This design comes from an exercise in tuning for small area on the open sky130 flow, not from production work. Only simulation tests tie the RTL to the original design; equivalence was not proved. Power is estimated from default activity; no workload was simulated.

==> inputs of build 12 <==
==> flow/design.v (excerpt) <==
module chk_block (
    input  wire        clk,
    input  wire        rst,
    input  wire        flr,
    input  wire        req_valid,
    output wire        req_ready,
    input  wire        req_write,
    input  wire        req_host,
    input  wire [7:0]  req_addr,
    input  wire [31:0] req_wdata,
    output wire        rsp_valid,
    output wire [31:0] rsp_rdata
);
    localparam [2:0] OP_CTRL  = 3'd0;
    localparam [2:0] OP_FEED  = 3'd1;
    localparam [2:0] OP_STATE = 3'd2;
    localparam [2:0] OP_AUX   = 3'd3;
    localparam [2:0] OP_COUNT = 3'd4;
    localparam [2:0] OP_RES   = 3'd5;
    reg [8*3-1:0]  r_alg;
    reg [8*32-1:0] r_state;
    reg [8*9-1:0]  r_aux;
    reg [8*32-1:0] r_count;
    reg [2:0]      ptr;
    wire [2:0]  w_alg   = r_alg[23:21];
    wire [31:0] w_state = r_state[255:224];
    wire [8:0]  w_aux   = r_aux[71:63];
    wire [31:0] w_count = r_count[255:224];
    wire w_fl   = w_alg[2];
    wire w_c32  = !w_alg[2] && w_alg[1];
    wire w_c16  = !w_alg[2] && !w_alg[1] && w_alg[0];
    wire w_c8   = !w_alg[2] && !w_alg[1] && !w_alg[0];
    wire w_pend = w_aux[8];
    reg       sw_pend;
    reg       sw_on;
    reg       sw_all;
    reg [4:0] sw_k;
    always @(posedge clk) begin
        if (rst) begin
            sw_pend <= 1'b0;
            sw_on   <= 1'b1;
            sw_all  <= 1'b1;
            sw_k    <= 5'd0;
        end else if (flr) begin
            sw_pend <= 1'b1;
            sw_all  <= sw_all && (sw_on || sw_pend);
  ...
export LEC_CHECK = 0
export CAP_MARGIN = 20
export CORE_MARGIN = 2
export CORE_UTILIZATION = 60
export CTS_BUF_LIST = sky130_fd_sc_hd__clkbuf_8
export CTS_CLUSTER_DIAMETER = 50
export CTS_CLUSTER_SIZE = 20
export PLACE_DENSITY = 0.7
export SLEW_MARGIN = 20
create_clock -name core_clock -period 13.0 [get_ports {clk}]
standard.sh (not shown) runs the stock make flow with config.mk's settings and CLKGATE_MAP_FILE= SYNTH_SCRIPT=/design/flow/synth_recipe.tcl, a recipe that flattens the netlist after the stock synthesis.
==> flow/flow/run.sh <==
#!/bin/bash
# Own flow: the standard layout, with the synthesis's ABC step run with an
# area-oriented script instead of the speed script. Everything else in the
# synthesis (synth_recipe.tcl and ORFS's synth.tcl) is unchanged, so the
# registers keep the names and cell types the standard synthesis gives them.
set -euo pipefail
W=$(pwd)
R="balance; rewrite; refactor; balance; rewrite; rewrite -z; balance; refactor -z; rewrite -z; balance"
cat > "$W/area_abc.script" <<EOS
strash
$R
$R
dch
amap
topo
EOS
cat > "$W/area_synth.tcl" <<EOS
proc abc {args} {
  set i [lsearch -exact \$args -script]
  if { \$i >= 0 } { lset args [expr {\$i + 1}] {$W/area_abc.script} }
  yosys abc {*}\$args
}
source {$W/synth_recipe.tcl}
EOS
sed "s#$W/synth_recipe.tcl#$W/area_synth.tcl#" standard.sh > "$W/area_standard.sh"
grep -q area_synth.tcl "$W/area_standard.sh"
export BUFFER_PORTS_ARGS="-buffer_cell sky130_fd_sc_hd__buf_1"
export CTS_ARGS="-sink_clustering_enable -repair_clock_nets -sink_clustering_size 20 -sink_clustering_max_diameter 50 -buf_list sky130_fd_sc_hd__clkbuf_8 -dont_use_dummy_load"
bash "$W/area_standard.sh" finish > "$W/flow_make.log" 2>&1
==> trial 59 (differences from build 12) <==
--- a/flow/design.v
+++ b/flow/design.v
@@ -35,15 +35,15 @@
         end else if (st_left) begin
             if (c16)
                 state_n[15:0] = {state[14:0], 1'b0} ^ (fb_l ? 16'h1021 : 16'h0000);
             else
                 state_n[7:0]  = {state[6:0], 1'b0} ^ (fb_l ? 8'h07 : 8'h00);
         end
     end
-    assign count_n = cnt_shift ? {cnt_ins, count[31:1]} : count;
+    assign count_n = {cnt_ins, count[31:1]};    
     assign aux_n   = aux_shift ? {aux_ins, aux[8:1]} : aux;
     assign alg_n   = alg_load ? alg_in : alg;
 endmodule
 module chk_block (
     input  wire        clk,
     input  wire        rst,
     input  wire        flr,
@@ -58,49 +58,53 @@
 );
     localparam [2:0] OP_CTRL  = 3'd0;
     localparam [2:0] OP_FEED  = 3'd1;
     localparam [2:0] OP_STATE = 3'd2;
     localparam [2:0] OP_AUX   = 3'd3;
     localparam [2:0] OP_COUNT = 3'd4;
     localparam [2:0] OP_RES   = 3'd5;
+    localparam [2:0] OP_CRD   = 3'd6;    
     reg [8*3-1:0]  r_alg;
     reg [8*32-1:0] r_state;
     reg [8*9-1:0]  r_aux;
     reg [8*32-1:0] r_count;
     reg [2:0]      ptr;
     wire [2:0]  w_alg   = r_alg[23:21];
     wire [31:0] w_state = r_state[255:224];
     wire [8:0]  w_aux   = r_aux[71:63];
     wire [31:0] w_count = r_count[255:224];
     wire w_fl   = w_alg[2];
     wire w_c32  = !w_alg[2] && w_alg[1];
     wire w_c16  = !w_alg[2] && !w_alg[1] && w_alg[0];
     wire w_c8   = !w_alg[2] && !w_alg[1] && !w_alg[0];
     wire w_pend = w_aux[8];
+    reg [4:0] ph;
     reg       sw_pend;
     reg       sw_on;
     reg       sw_all;
-    reg [4:0] sw_k;
+    wire frame_end = (ptr == 3'd7);
+    wire ph_end    = frame_end && (ph == 5'd31);
+    wire sw_block;    
     always @(posedge clk) begin
         if (rst) begin
+            ph      <= 5'd0;
             sw_pend <= 1'b0;
             sw_on   <= 1'b1;
             sw_all  <= 1'b1;
-            sw_k    <= 5'd0;
-        end else if (flr) begin
-            sw_pend <= 1'b1;
-            sw_all  <= sw_all && (sw_on || sw_pend);
-        end else if (sw_pend && ptr == 3'd7) begin
-            sw_pend <= 1'b0;
-            sw_on   <= 1'b1;
-            sw_k    <= 5'd0;
-        end else if (sw_on && ptr == 3'd7) begin
-            sw_k <= sw_k + 5'd1;
-            if (sw_k == 5'd31)
-                sw_on <= 1'b0;
+        end else begin
+            if (frame_end)
+                ph <= ph + 5'd1;
+            if (flr) begin
+                sw_pend <= 1'b1;
+                sw_all  <= sw_all && (sw_on || sw_pend);
+            end else if (ph_end && !sw_block) begin
+                sw_pend <= 1'b0;
+            end
+            if (ph_end)
+                sw_on <= sw_pend && !flr && !sw_block;
         end
     end
     wire sw_hit = sw_on && !rst && !flr && (sw_all || ptr[2]);
     wire       is_unit  = (req_addr[7:6] == 2'b01 || req_addr[7:6] == 2'b10)
                           && (req_addr[3] == 1'b0);
     wire       is_stat  = (req_addr == 8'h00);
     wire [2:0] unit_sel = {req_addr[7], req_addr[5:4]};
@@ -111,68 +115,69 @@
     reg [2:0]  op;
     reg [2:0]  f_unit;
     reg [31:0] f_data;
     reg [1:0]  f_nb;       
     reg [6:0]  vc;         
     reg        p0;         
     reg        cc;         
-    reg        c1, a1, b1;  
-    reg        c2, a2, b2;  
+    reg        c1, a1;      
+    reg        c2, a2;      
+    reg        ab;          
     wire quiet = !sw_pend && !sw_on && !flr && !rst;
     wire vis   = busy && (ptr == f_unit);
+    wire wait0 = (op == OP_FEED || op == OP_COUNT) && vc == 7'd0 && ph != 5'd0;
+    assign sw_block = busy && f_unit[2];
     wire res_hold  = !req_write && reg_sel == 3'd6 && w_fl && w_pend;
     wire res_start = quiet && !busy && req_valid && is_unit && at_unit && res_hold;
-    wire res_take  = vis && op == OP_RES && vc == 7'd48 && req_valid && is_unit &&
-                     at_unit && !req_write && reg_sel == 3'd6;
-    assign req_ready = quiet && (!is_unit || owned_drop ||
-                                 (req_write ? !busy :
-                                  ((!busy && at_unit && !res_hold) || res_take)));
+    wire res_resp  = vis && op == OP_RES && vc == 7'd48;
+    wire crd_start = quiet && !busy && req_valid && is_unit && at_unit &&
+                     !req_write && reg_sel == 3'd7 && ph != 5'd0;
+    wire crd_resp  = vis && op == OP_CRD && ph == 5'd0;
+    assign req_ready = quiet && (req_write ? (!is_unit || owned_drop || !busy)
+                                           : (!busy && (!is_unit || at_unit)));
     wire accept  = req_valid && req_ready;
     wire unit_wr = accept && req_write && is_unit && !owned_drop && reg_sel != 3'd6;
     wire [4:0] k  = vc[4:0];
     wire [3:0] kk = vc[3:0];
     wire [2:0] pass = vc[6:4];
     wire       p_eff = (vc == 7'd0) ? w_pend : p0;
     wire [1:0] f_m   = p_eff ? ((f_nb == 2'd2) ? 2'd2 : 2'd1)
                              : ((f_nb == 2'd0) ? 2'd0 : (f_nb == 2'd1) ? 2'd1 : 2'd2);
-    reg  [6:0] last;
-    always @(*) begin
-        case (op)
-            OP_CTRL:  last = f_data[31] ? 7'd31 : 7'd0;
-            OP_AUX:   last = 7'd8;
-            OP_RES:   last = 7'd95;
-            OP_FEED:  last = !w_fl ? 7'd31 :
-                             (f_m == 2'd0) ? 7'd31 : (f_m == 2'd1) ? 7'd47 : 7'd79;
-            default:  last = 7'd31;
-        endcase
-    end
+    wire [2:0] last_pass = (op == OP_RES) ? 3'd5 :
+                           (op == OP_FEED && w_fl && f_m != 2'd0) ? {f_m == 2'd2, f_m == 2'd1, 1'b0} : 3'd1;
+    wire       last = (kk == 4'd15) && (pass == last_pass);
     always @(posedge clk) begin
-        if (rst || (flr && f_unit[2])) begin
+        if (rst || (flr && f_unit[2] && op != OP_CRD && (op != OP_RES || vc > 7'd48))) begin
             busy <= 1'b0;
         end else if (unit_wr && !busy) begin
             busy   <= 1'b1;
             op     <= (reg_sel == 3'd0) ? OP_CTRL  :
                       (reg_sel == 3'd4) ? OP_STATE :
                       (reg_sel == 3'd5) ? OP_AUX   :
                       (reg_sel == 3'd7) ? OP_COUNT : OP_FEED;
             f_unit <= unit_sel;
             f_data <= req_wdata;
             f_nb   <= (reg_sel == 3'd1) ? 2'd0 : (reg_sel == 3'd2) ? 2'd1 : 2'd2;
             vc     <= 7'd0;
-        end else if (res_start) begin
+        end else if (res_start || crd_start) begin
             busy   <= 1'b1;
-            op     <= OP_RES;
+            op     <= res_start ? OP_RES : OP_CRD;
             f_unit <= unit_sel;
             vc     <= 7'd0;
-        end else if (vis) begin
+        end else if (vis && !wait0) begin
             vc <= vc + 7'd1;
-            if (vc == last)
+            if (last || (res_resp && ab) || crd_resp)
                 busy <= 1'b0;
         end
     end
+    always @(posedge clk)
+        if (!busy)
+            ab <= 1'b0;
+        else if (flr && f_unit[2])
+            ab <= 1'b1;
     function stream;
         input [5:0] idx;
         begin
             if (idx[5:3] == 3'd0)
                 stream = w_aux[0];
             else
                 stream = f_data[idx - 6'd8];
@@ -189,40 +194,38 @@
     wire undo   = is_res && (pass >= 3'd3);
     wire [5:0] lo  = is_res ? 6'd0 : ({5'b00000, ~p_eff} + {3'b000, pass[2:1], 1'b0});
     wire       o1  = ((is_res && kk[3]) ? 1'b0 : sbit) ^ undo;
     wire x1 = w_state[0];
     wire x2 = w_state[16];
     wire kz = (kk == 4'd0);
     wire c1_in = kz ? (s1_add ? 1'b0 : c1) : c1;
-    wire z1    = kz ? (a1 & (b1 ^ c1)) : a1;
+    wire z1    = kz ? (a1 & (x1 ^ c1)) : a1;
     wire y1    = !s1_on ? x1 :
                  s1_add ? (x1 ^ o1 ^ c1_in) :
                  (z1 ? (undo & p0) : (x1 ^ c1_in));
     wire o2    = y1 ^ undo;
     wire c2_in = kz ? (s2_add ? 1'b0 : c2) : c2;
-    wire z2    = kz ? (a2 & (b2 ^ c2)) : a2;
+    wire z2    = kz ? (a2 & (x2 ^ c2)) : a2;
     wire y2    = !s2_on ? x2 :
                  s2_add ? (x2 ^ o2 ^ c2_in) :
                  (z2 ? (undo & cc) : (x2 ^ c2_in));
     always @(posedge clk) begin
-        if (vis) begin
+        if (vis && !wait0) begin
             if (s1_on) begin
                 c1 <= s1_add ? ((x1 & o1) | (x1 & c1_in) | (o1 & c1_in)) : (x1 & c1_in);
-                if (s1_add) begin
-                    if (kz) b1 <= y1;
+                if (s1_add)
                     a1 <= (kk == 4'd1) ? y1 : (a1 & y1);
-                end else
+                else
                     a1 <= z1;
             end
             if (s2_on) begin
                 c2 <= s2_add ? ((x2 & o2) | (x2 & c2_in) | (o2 & c2_in)) : (x2 & c2_in);
-                if (s2_add) begin
-                    if (kz) b2 <= y2;
+                if (s2_add)
                     a2 <= (kk == 4'd1) ? y2 : (a2 & y2);
-                end else
+                else
                     a2 <= z2;
             end
         end
     end
     wire [2:0] alg_next = (f_data[2:0] <= 3'd4) ? f_data[2:0] : w_alg;
     wire       init_bit = (alg_next == 3'd2 || alg_next == 3'd3) ||
                           (alg_next == 3'd1 && !k[4]);
@@ -231,87 +234,90 @@
                                                         {3'b000, f_nb} == 6'd1 ? 6'd16 : 6'd32));
     wire       crc_d    = sbit;
     wire       cnt_add  = (k == {3'b000, f_nb}) || (f_nb == 2'd2 && k == 5'd2 && 1'b0);
     wire       nbit     = (f_nb == 2'd0) ? (k == 5'd0) : (f_nb == 2'd1) ? (k == 5'd1) : (k == 5'd2);
     wire       cc_in    = (k == 5'd0) ? 1'b0 : cc;
     wire       cx       = w_count[0];
     always @(posedge clk)
-        if (vis) begin
+        if (vis && !wait0) begin
             if (is_res) begin
                 if (pass == 3'd1)
                     cc <= (kz ? 1'b1 : cc) & x2;
             end else
                 cc <= (cx & nbit) | (cx & cc_in) | (nbit & cc_in);
         end
     always @(posedge clk)
         if (vis && (is_res ? (pass == 3'd0) : (vc == 7'd0)))
             p0 <= is_res ? ((kz ? 1'b1 : p0) & x1) : w_pend;
     wire       pend_f  = p_eff ^ (f_nb == 2'd0);
     wire [2:0] f_n     = (f_nb == 2'd0) ? 3'd1 : (f_nb == 2'd1) ? 3'd2 : 3'd4;
     wire [2:0] byte_f  = f_n - {2'b00, !pend_f};
     wire       aux_fl  = (kk == 4'd8) ? pend_f : sbit;
     wire       fl_aux  = (pass == 3'd1);
-    wire [5:0] sidx    = is_fl_op ? (fl_aux ? {byte_f, kk[2:0]}
-                                            : ({lo[2:0], 3'b000} + {2'b00, kk}))
-                                  : ({1'b0, k ^ {2'b00, {3{crc_step && !w_c32}}}} + 6'd8);
-    wire       sbit    = stream(sidx);
+    wire [1:0] lo_m1   = lo[1:0] - 2'd1 + {1'b0, kk[3]};
+    wire [1:0] bf_m1   = byte_f[1:0] - 2'd1;
+    wire [4:0] fidx    = is_fl_op ? (fl_aux ? {bf_m1, kk[2:0]} : {lo_m1, kk[2:0]})
+                                  : (k ^ {2'b00, {3{crc_step && !w_c32}}});
+    wire       use_aux = is_fl_op && (fl_aux ? (byte_f == 3'd0) : (lo[2:0] == 3'd0 && !kk[3]));
+    wire       sbit    = use_aux ? w_aux[0] : f_data[fidx];
     wire       fd_k    = sbit;
     reg st_right, st_split, st_left, st_ins31, st_ins15;
     reg cnt_shift, cnt_ins, aux_shift, aux_ins, alg_load;
     reg [2:0] alg_in;
     reg crc_r, crc_bit;
     always @(*) begin
         st_right = 1'b0; st_split = 1'b0; st_left = 1'b0;
         st_ins31 = 1'b0; st_ins15 = 1'b0;
-        cnt_shift = 1'b0; cnt_ins = 1'b0;
+        cnt_shift = 1'b1; cnt_ins = w_count[0];
         aux_shift = 1'b0; aux_ins = 1'b0;
         alg_load = 1'b0; alg_in = alg_next;
         crc_r = 1'b0; crc_bit = crc_d;
         if (sw_hit) begin
             st_right  = 1'b1; st_ins31 = 1'b1;
             cnt_shift = 1'b1; cnt_ins  = 1'b0;
-            aux_shift = (sw_k <= 5'd8); aux_ins = 1'b0;
+            aux_shift = 1'b1; aux_ins = 1'b0;
             alg_load  = 1'b1; alg_in   = 3'd2;
-        end else if (vis) begin
+        end else if (vis && !wait0) begin
             case (op)
                 OP_CTRL: begin
                     alg_load = (vc == 7'd0);
                     if (f_data[31]) begin
                         st_right  = 1'b1; st_ins31 = init_bit;
                         cnt_shift = 1'b1; cnt_ins  = 1'b0;
                         aux_shift = (k <= 5'd8); aux_ins = 1'b0;
                     end
                 end
                 OP_STATE: begin
                     st_right = 1'b1;
                     st_ins31 = in_width ? fd_k : w_state[0];
                 end
                 OP_AUX: begin
-                    aux_shift = 1'b1; aux_ins = fd_k;
+                    aux_shift = (k <= 5'd8); aux_ins = fd_k;
                 end
                 OP_COUNT: begin
                     cnt_shift = 1'b1; cnt_ins = fd_k;
                 end
                 OP_FEED: begin
                     cnt_shift = 1'b1;
                     cnt_ins   = cx ^ nbit ^ cc_in;
                     if (w_fl) begin
                         st_right  = 1'b1; st_split = 1'b1;
                         st_ins31  = y2;   st_ins15 = y1;
                         aux_shift = (vc <= 7'd8) || (fl_aux && kk <= 4'd8);
                         aux_ins   = fl_aux ? aux_fl : w_aux[0];
-                        cnt_shift = (vc <= 7'd31);
+                        if (vc > 7'd31) cnt_ins = w_count[0];
                     end else if (crc_step) begin
                         if (w_c32) begin
                             st_right = 1'b1; crc_r = 1'b1;
                             st_ins31 = w_state[0] ^ crc_d;
                         end else
                             st_left = 1'b1;
                     end
                 end
+                OP_CRD: ;
                 default: begin  
                     st_right  = 1'b1; st_split = 1'b1;
                     st_ins31  = y2;   st_ins15 = y1;
                     aux_shift = (pass == 3'd0 || pass == 3'd4) && kk <= 4'd8;
                     aux_ins   = w_aux[0];
                 end
             endcase
@@ -369,20 +375,21 @@
                 bad_alg_flag <= 1'b0;
             if (accept && owned_drop)
                 unit_owned_flag <= 1'b1;
             else if (status_clr && req_wdata[0])
                 unit_owned_flag <= 1'b0;
         end
     end
-    wire sel_s  = is_unit && (reg_sel == 3'd4 || reg_sel == 3'd6);
-    wire inv    = w_c32 && reg_sel[1];
-    wire sel_c  = is_unit && reg_sel == 3'd7;
-    wire sel_a  = is_unit && reg_sel == 3'd5;
-    wire sel_g  = is_unit && reg_sel == 3'd0;
+    wire rq     = !res_resp && !crd_resp;
+    wire sel_s  = (rq && is_unit && (reg_sel == 3'd4 || reg_sel == 3'd6)) || res_resp;
+    wire inv    = rq && w_c32 && reg_sel[1];
+    wire sel_c  = (rq && is_unit && reg_sel == 3'd7) || crd_resp;
+    wire sel_a  = rq && is_unit && reg_sel == 3'd5;
+    wire sel_g  = rq && is_unit && reg_sel == 3'd0;
     wire en_mid = sel_s && !w_c8;
     wire en_hi  = sel_s && !w_c8 && !w_c16;
     wire [31:0] s_en  = {{16{en_hi}}, {8{en_mid}}, {8{sel_s}}};
     wire [31:0] rd_small = {23'd0, w_aux & {9{sel_a}}} | {29'd0, w_alg & {3{sel_g}}} |
-                        {30'd0, {bad_alg_flag, unit_owned_flag} & {2{is_stat}}};
-    assign rsp_valid = accept && !req_write;
+                        {30'd0, {bad_alg_flag, unit_owned_flag} & {2{rq && is_stat}}};
+    assign rsp_valid = (accept && !req_write && !res_start && !crd_start) || res_resp || crd_resp;
     assign rsp_rdata = ((w_state ^ {32{inv}}) & s_en) | (w_count & {32{sel_c}}) | rd_small;
 endmodule
--- a/flow/flow/run.sh
+++ b/flow/flow/run.sh
@@ -1,19 +1,19 @@
 #!/bin/bash
 # Own flow: the standard layout, with the synthesis's ABC step run with an
 # area-oriented script instead of the speed script. Everything else in the
 # synthesis (synth_recipe.tcl and ORFS's synth.tcl) is unchanged, so the
 # registers keep the names and cell types the standard synthesis gives them.
 set -euo pipefail
 W=$(pwd)
-R="balance; rewrite; refactor; balance; rewrite; rewrite -z; balance; refactor -z; rewrite -z; balance"
 cat > "$W/area_abc.script" <<EOS
 strash
-$R
-$R
+&get -n
+&deepsyn -T 60
+&put
 dch
 amap
 topo
 EOS
 cat > "$W/area_synth.tcl" <<EOS
 proc abc {args} {
   set i [lsearch -exact \$args -script]
==> flow/config.mk (replaced) <==
export PLATFORM = sky130hd
export DESIGN_NAME = chk_block
export DESIGN_NICKNAME = chk_block
export VERILOG_FILES = /design/flow/design.v
export SDC_FILE = /design/flow/constraint.sdc
export NUM_CORES = 8
export LEC_CHECK = 0
export CAP_MARGIN = 20
export CORE_MARGIN = 2
export CORE_UTILIZATION = 70
export CTS_BUF_LIST = sky130_fd_sc_hd__clkbuf_8
export CTS_CLUSTER_DIAMETER = 50
export CTS_CLUSTER_SIZE = 20
export PLACE_DENSITY = 0.85
export SLEW_MARGIN = 20
==> notes.md <==
Number of standard cells in the layout, taps in and fillers out: build 12 1916; trial 59 1761
Cell count of the worst reg-to-reg path: build 12 33; trial 59 23
Filler cells: build 12 2250; trial 59 1370
Clock latency at the later pin of the worst-skew pair: build 12 610 ps; trial 59 580 ps
# clock sinks: build 12 677; trial 59 676
Worst Hold Slack: build 12 263 ps; trial 59 289 ps
Routed WL per cell: build 12 17.4 um; trial 59 21.4 um
Stage delay of the slowest cell on the critical path: build 12 880 ps; trial 59 810 ps
Number of flops mapped to enable cells by yosys: build 12 55; trial 59 53
Clock slew at reported path FFs: build 12 110 ps; trial 59 120 ps
Peak supply drop: build 12 0.000117 V; trial 59 0.000159 V
Result of the run: build 12 no timing/DRC/antenna violations; trial 59 no timing/DRC/antenna violations
Share of final layout cell area taken by non-clock buffers: build 12 2.01%; trial 59 1.77%
Total power per unit cell area: build 12 177 nW/um^2; trial 59 174 nW/um^2
Total Nets Final: build 12 1600; trial 59 1504

## re-timing with driven ports
The flow's constraints put no driver on any port. The routed layouts listed below were extracted and timed again, unchanged, in two steps.
Step 1, drivers: a clkbuf_16 drives clk and a buf_2 each remaining input, both assumed.
Step 2 moves the port delays by t, midway between the first and last clock arrival at a register: inputs arrive t later, outputs are due t later. That takes back most of the time a late clock gives input paths.
Three values: ideal, step 1, step 2; two values: the first two.
run	t (ns)	setup slack, ns	worst register clock-pin slew, ns
build 12	0.610	5.064 / 5.042 / 5.042	0.12 / 0.12
trial 59	0.592	4.773 / 4.773 / 4.773	0.12 / 0.12
After both steps setup and hold are still met in every run listed. For build 12, which loses most, drivers alone change the setup slack by -0.022 ns; drivers and shift together by -0.022 ns.
